What follows belongs to an exercise in optimizing a design on an open flow for small area, a short achievable clock period and few clock cycles per item; a production flow would make more cautious choices.
RTL that was checked went through simulation tests only; none was proved equivalent to the original.
Power is estimated from default activity; no workload was simulated.

==> amber <==
// rs144_dec
module rs144_dec (
  input  wire        clk,
  input  wire        rst,
  input  wire        in_valid,
  output wire        in_ready,
  input  wire [7:0]  in_data,
  output wire        out_valid,
  input  wire        out_ready,
  output wire        out_fail,
  output wire [2:0]  out_nerr,
  output wire [31:0] out_pos,
  output wire [31:0] out_val
);
  function automatic [7:0] gf_mul(input [7:0] a, input [7:0] b);
    integer i;
    reg [7:0] p, aa;
    begin
      p  = 8'h00;
      aa = a;
      for (i = 0; i < 8; i = i + 1) begin
        if (b[i]) p = p ^ aa;
        aa = {aa[6:0], 1'b0} ^ (aa[7] ? 8'h1D : 8'h00);
      end
      gf_mul = p;
    end
  endfunction
  function automatic [7:0] to_tower(input [7:0] a);
    begin
      to_tower = ({8{a[0]}} & 8'h01) ^ ({8{a[1]}} & 8'h2b) ^ ({8{a[2]}} & 8'h40) ^
                 ({8{a[3]}} & 8'h21) ^ ({8{a[4]}} & 8'h32) ^ ({8{a[5]}} & 8'hc1) ^
                 ({8{a[6]}} & 8'h48) ^ ({8{a[7]}} & 8'h16);
    end
  endfunction
  function automatic [7:0] from_tower(input [7:0] a);
    begin
      from_tower = ({8{a[0]}} & 8'h01) ^ ({8{a[1]}} & 8'h4e) ^ ({8{a[2]}} & 8'h99) ^
                   ({8{a[3]}} & 8'h44) ^ ({8{a[4]}} & 8'h57) ^ ({8{a[5]}} & 8'h09) ^
                   ({8{a[6]}} & 8'h04) ^ ({8{a[7]}} & 8'h25);
    end
  endfunction
  function automatic [3:0] g16_mul(input [3:0] a, input [3:0] b);
    integer i;
    reg [3:0] p, aa;
    begin
      p  = 4'h0;
      aa = a;
      for (i = 0; i < 4; i = i + 1) begin
        if (b[i]) p = p ^ aa;
        aa = {aa[2:0], 1'b0} ^ (aa[3] ? 4'h3 : 4'h0);
      end
      g16_mul = p;
    end
  endfunction
  function automatic [3:0] g16_inv(input [3:0] a);
    begin
      case (a)
        4'h0: g16_inv = 4'h0;  4'h1: g16_inv = 4'h1;  4'h2: g16_inv = 4'h9;  4'h3: g16_inv = 4'he;
        4'h4: g16_inv = 4'hd;  4'h5: g16_inv = 4'hb;  4'h6: g16_inv = 4'h7;  4'h7: g16_inv = 4'h6;
        4'h8: g16_inv = 4'hf;  4'h9: g16_inv = 4'h2;  4'ha: g16_inv = 4'hc;  4'hb: g16_inv = 4'h5;
  ...
clock: 10.0 ns
lec_check: 0
cap_margin: 5
core_margin: 2
core_utilization: 60
cts_cluster_diameter: 100
cts_cluster_size: 20
place_density: 0.7
slew_margin: 5
standard.sh (not shown) runs the stock make flow with config.mk's settings and CLKGATE_MAP_FILE= SYNTH_SCRIPT=/design/flow/synth_recipe.tcl, a recipe that flattens the netlist after the stock synthesis.
==> flow/flow/run.sh <==
#!/bin/bash
# Standard layout, with timing repair aimed below the design's period.
set -euo pipefail
bash standard.sh SETUP_SLACK_MARGIN=6.85 finish > flow_make.log 2>&1
==> garnet: changes against amber <==
--- a/flow/design.v
+++ b/flow/design.v
@@ -126,17 +126,11 @@
   reg  [7:0] E   [0:4];      
   reg  [7:0] gam, d, tmp;
   reg  [3:0] L;
   reg  [2:0] k, k_nx;        
   reg  [3:0] sc, sc_nx;      
-  reg        f_dph, f_dmask, f_ua, f_ub, f_erot;
-  wire       f_init   = (bph == B_INIT);
-  wire       f_om     = (bph == B_OM);
-  wire       f_d0     = (sc == 4'd0);
-  wire       f_ufirst = (sc == 4'd6);
-  wire       f_lrot   = f_dph | f_ub;
-  wire       f_gl     = (bph == B_BM) & (sc == 4'd14);
+  reg        f_init, f_dph, f_d0, f_dmask, f_ua, f_ub, f_ufirst, f_lrot, f_erot, f_om, f_gl;
   wire [7:0] s0   = S[2];    
   wire       s0nz = |s0;
   wire [7:0] ma   = f_ub ? E[0] : lam[0];
   wire [7:0] mb   = f_dph ? S[0] : (f_ua ? gam : d);
   wire [7:0] prod = gf_mul(ma, mb);
@@ -185,15 +179,21 @@
       bph <= B_IDLE;
     else
       bph <= bph_nx;
     k  <= k_nx;
     sc <= sc_nx;
+    f_init   <= (bph_nx == B_INIT);
     f_dph    <= (bm_nx | om_nx) & (sc_nx < 4'd5);
+    f_d0     <= (sc_nx == 4'd0);
     f_dmask  <= bm_nx | ({1'b0, sc_nx[2:0]} <= {1'b0, k_nx});
     f_ua     <= up_nx & sc_nx[0];
     f_ub     <= up_nx & ~sc_nx[0];
+    f_ufirst <= (sc_nx == 4'd6);
+    f_lrot   <= ((bm_nx | om_nx) & (sc_nx < 4'd5)) | (up_nx & ~sc_nx[0]);
     f_erot   <= (bm_nx & (sc_nx < 4'd4)) | (up_nx & ~sc_nx[0]) | (om_nx & (sc_nx == 4'd5));
+    f_om     <= om_nx;
+    f_gl     <= bm_nx & (sc_nx == 4'd14);
   end
   always @(posedge clk) begin
     if (b_load) begin
       for (i = 0; i < 8; i = i + 1)
         S[i] <= syn_nx[(10 - i) % 8];
@@ -251,18 +251,18 @@
   reg  [3:0] di2;            
   reg        ov_valid, o_fail;
   reg  [2:0] o_nerr, nf;
   reg  [2:0] wL;
   reg        wbig;
+  reg  [7:0] wpos;
   reg  [7:0] pos [0:3];
   reg  [7:0] val [0:3];
   wire       c_abort  = v2 & first2 & ov_valid & ~out_ready;
   assign     c_commit = v2 & first2 & ~c_abort;
   assign     c_load_b = (bph == B_DONE) & c_free;
   wire       c_load   = c_load_b | c_abort;
-  wire       c_done;         
-  wire       c_run_nx = c_load | (c_run & (cpos != 8'd0) & ~c_done);
+  wire       c_run_nx = c_load | (c_run & (cpos != 8'd0));
   wire [7:0] cpos_nx  = c_load ? 8'd143 : cpos - 8'd1;
   wire [7:0] lam_val = tl[0] ^ tl[1] ^ tl[2] ^ tl[3] ^ tl[4];
   wire [7:0] lam_odd = tl[1] ^ tl[3];
   wire [7:0] om_val  = tw[0] ^ tw[1] ^ tw[2] ^ tw[3];
   always @(posedge clk) begin
@@ -289,26 +289,23 @@
     first2 <= first1;
     last2  <= last1;
   end
   wire [7:0] err_t   = {g16_mul(n2[7:4], di2), g16_mul(n2[3:0], di2)};
   wire [7:0] err_val = from_tower(err_t);
-  wire [7:0] pos_w   = (cpos[7:1] == 7'd71) ? {7'd0, cpos[0]} : cpos + 8'd2;
+  wire [7:0] pos_w   = first2 ? 8'd143 : wpos;
   wire [2:0] wl_cur  = first2 ? L[2:0] : wL;
-  wire       big_cur = first2 ? (L > 4'd4) : wbig;
   wire [2:0] nf_cur  = first2 ? 3'd0 : nf;
   wire [1:0] slot    = wl_cur[1:0] - 2'd1 - nf_cur[1:0];
   wire [2:0] nf_fin  = nf_cur + {2'b00, r2};
   wire       wr      = v2 & ~c_abort;
-  wire       fin_fail = big_cur | (nf_fin != wl_cur);
-  wire       fin     = wr & (last2 | ((big_cur | (nf_fin == wl_cur)) & ~last1));
-  assign     c_done  = fin & ~last2;
+  wire       fin_fail = wbig | (nf_fin != wL);
   reg  [3:0] upd;
   reg  [7:0] pos_t [0:3];
   reg  [7:0] val_t [0:3];
   always @* begin
     for (i = 0; i < 4; i = i + 1) begin
-      if (fin & (fin_fail | (i[2:0] >= wl_cur))) begin
+      if (wr & last2 & (fin_fail | (i[2:0] >= wL))) begin
         upd[i]   = 1'b1;
         pos_t[i] = 8'h00;
         val_t[i] = 8'h00;
       end else begin
         upd[i]   = wr & r2 & (slot == i[1:0]);
@@ -325,24 +322,25 @@
       v2       <= 1'b0;
       ov_valid <= 1'b0;
     end else begin
       c_run  <= c_run_nx;
       c_free <= ~c_run_nx | (cpos_nx == 8'd0);
-      v1     <= c_run & ~c_abort & ~c_done;
-      v2     <= v1 & ~c_abort & ~c_done;
+      v1     <= c_run & ~c_abort;
+      v2     <= v1 & ~c_abort;
       if (ov_valid & out_ready)
         ov_valid <= 1'b0;
-      if (fin)
+      if (wr & last2)
         ov_valid <= 1'b1;
     end
     if (wr) begin
       if (first2) begin
         wL   <= L[2:0];
         wbig <= (L > 4'd4);
       end
+      wpos <= pos_w - 8'd1;
       nf   <= nf_fin;
-      if (fin) begin
+      if (last2) begin
         o_fail <= fin_fail;
         o_nerr <= fin_fail ? 3'd0 : nf_fin;
       end
     end
     for (i = 0; i < 4; i = i + 1) begin
==> flow/flow/run.sh (replaced) <==
#!/bin/bash
# Standard layout, with timing repair aimed below the design's period.
set -euo pipefail
bash standard.sh SETUP_SLACK_MARGIN=7.2 finish > flow_make.log 2>&1
==> flow/config.mk (replaced) <==
export PLATFORM = sky130hd
export DESIGN_NAME = rs144_dec
export DESIGN_NICKNAME = rs144_dec
export VERILOG_FILES = /design/flow/design.v
export SDC_FILE = /design/flow/constraint.sdc
export NUM_CORES = 4
export LEC_CHECK = 0
export CAP_MARGIN = 20
export CORE_MARGIN = 2
export CORE_UTILIZATION = 60
export CTS_CLUSTER_DIAMETER = 100
export CTS_CLUSTER_SIZE = 24
export PLACE_DENSITY = 0.7
export SLEW_MARGIN = 20
==> run summary <==
Setup Skew: garnet 44.16 ps; amber 9.793 ps
Worst reg2reg path depth: garnet 13; amber 9
Run status: garnet no timing/DRC/antenna violations; amber no timing/DRC/antenna violations
Post-Route Hold Slack: garnet 342.1 ps; amber 330.3 ps
Sw Pwr: garnet 1.079 mW; amber 3.724 mW
Floorplan die height: garnet 202.5 µm; amber 199.3 µm
Clock sink total: garnet 468; amber 454
Number of register bits inferred by synthesis: garnet 468; amber 454
Post-synthesis simple-gate area fraction: garnet 15.80%; amber 13.39%
Minimum clock period: garnet 3151 ps; amber 3169 ps
Routed met1 length: garnet 25330 µm; amber 23780 µm
Power attributed to the clock group: garnet 1.05 mW; amber 1.11 mW
Multi-input gate share of the layout cell area: garnet 44.21%; amber 44.90%
Average cell area after synthesis: garnet 9.788 µm²; amber 10.13 µm²
Library cells used by synthesis: garnet 68; amber 67
Number of fillers in the final layout: garnet 2877; amber 2947
Maximum number of pins on one net before global-route repair: garnet 67; amber 62
Testbench counts of garnet, summed over its fixed seeds: cycles 117,448, items 800.
Only the layout flow was run in amber; the RTL was not checked for function there.

what the ideal ports hide:
The results above use ideal ports. As a check the final layouts listed here were re-extracted and re-timed, cells and wires unchanged. Step 1: set_driving_cell puts a clkbuf_16 on clk and a buf_2 on each other input, an assumption about the parent block. Step 2 moves the port delays by t, midway between the first and last clock arrival at a register: inputs arrive t later, outputs are due t later. That takes back most of the time a late clock gives input paths. Three values: ideal, step 1, step 2; two values: the first two.
run	t (ns)	setup slack, ns	worst setup path at the end
amber	0.613	6.831 / 6.774 / 6.317	input to register
garnet	0.627	6.849 / 6.793 / 6.405	input to register
After both steps setup and hold are still met in every run listed. The setup slack of amber, which loses most, moves by -0.057 ns with the drivers and by -0.514 ns with both steps.
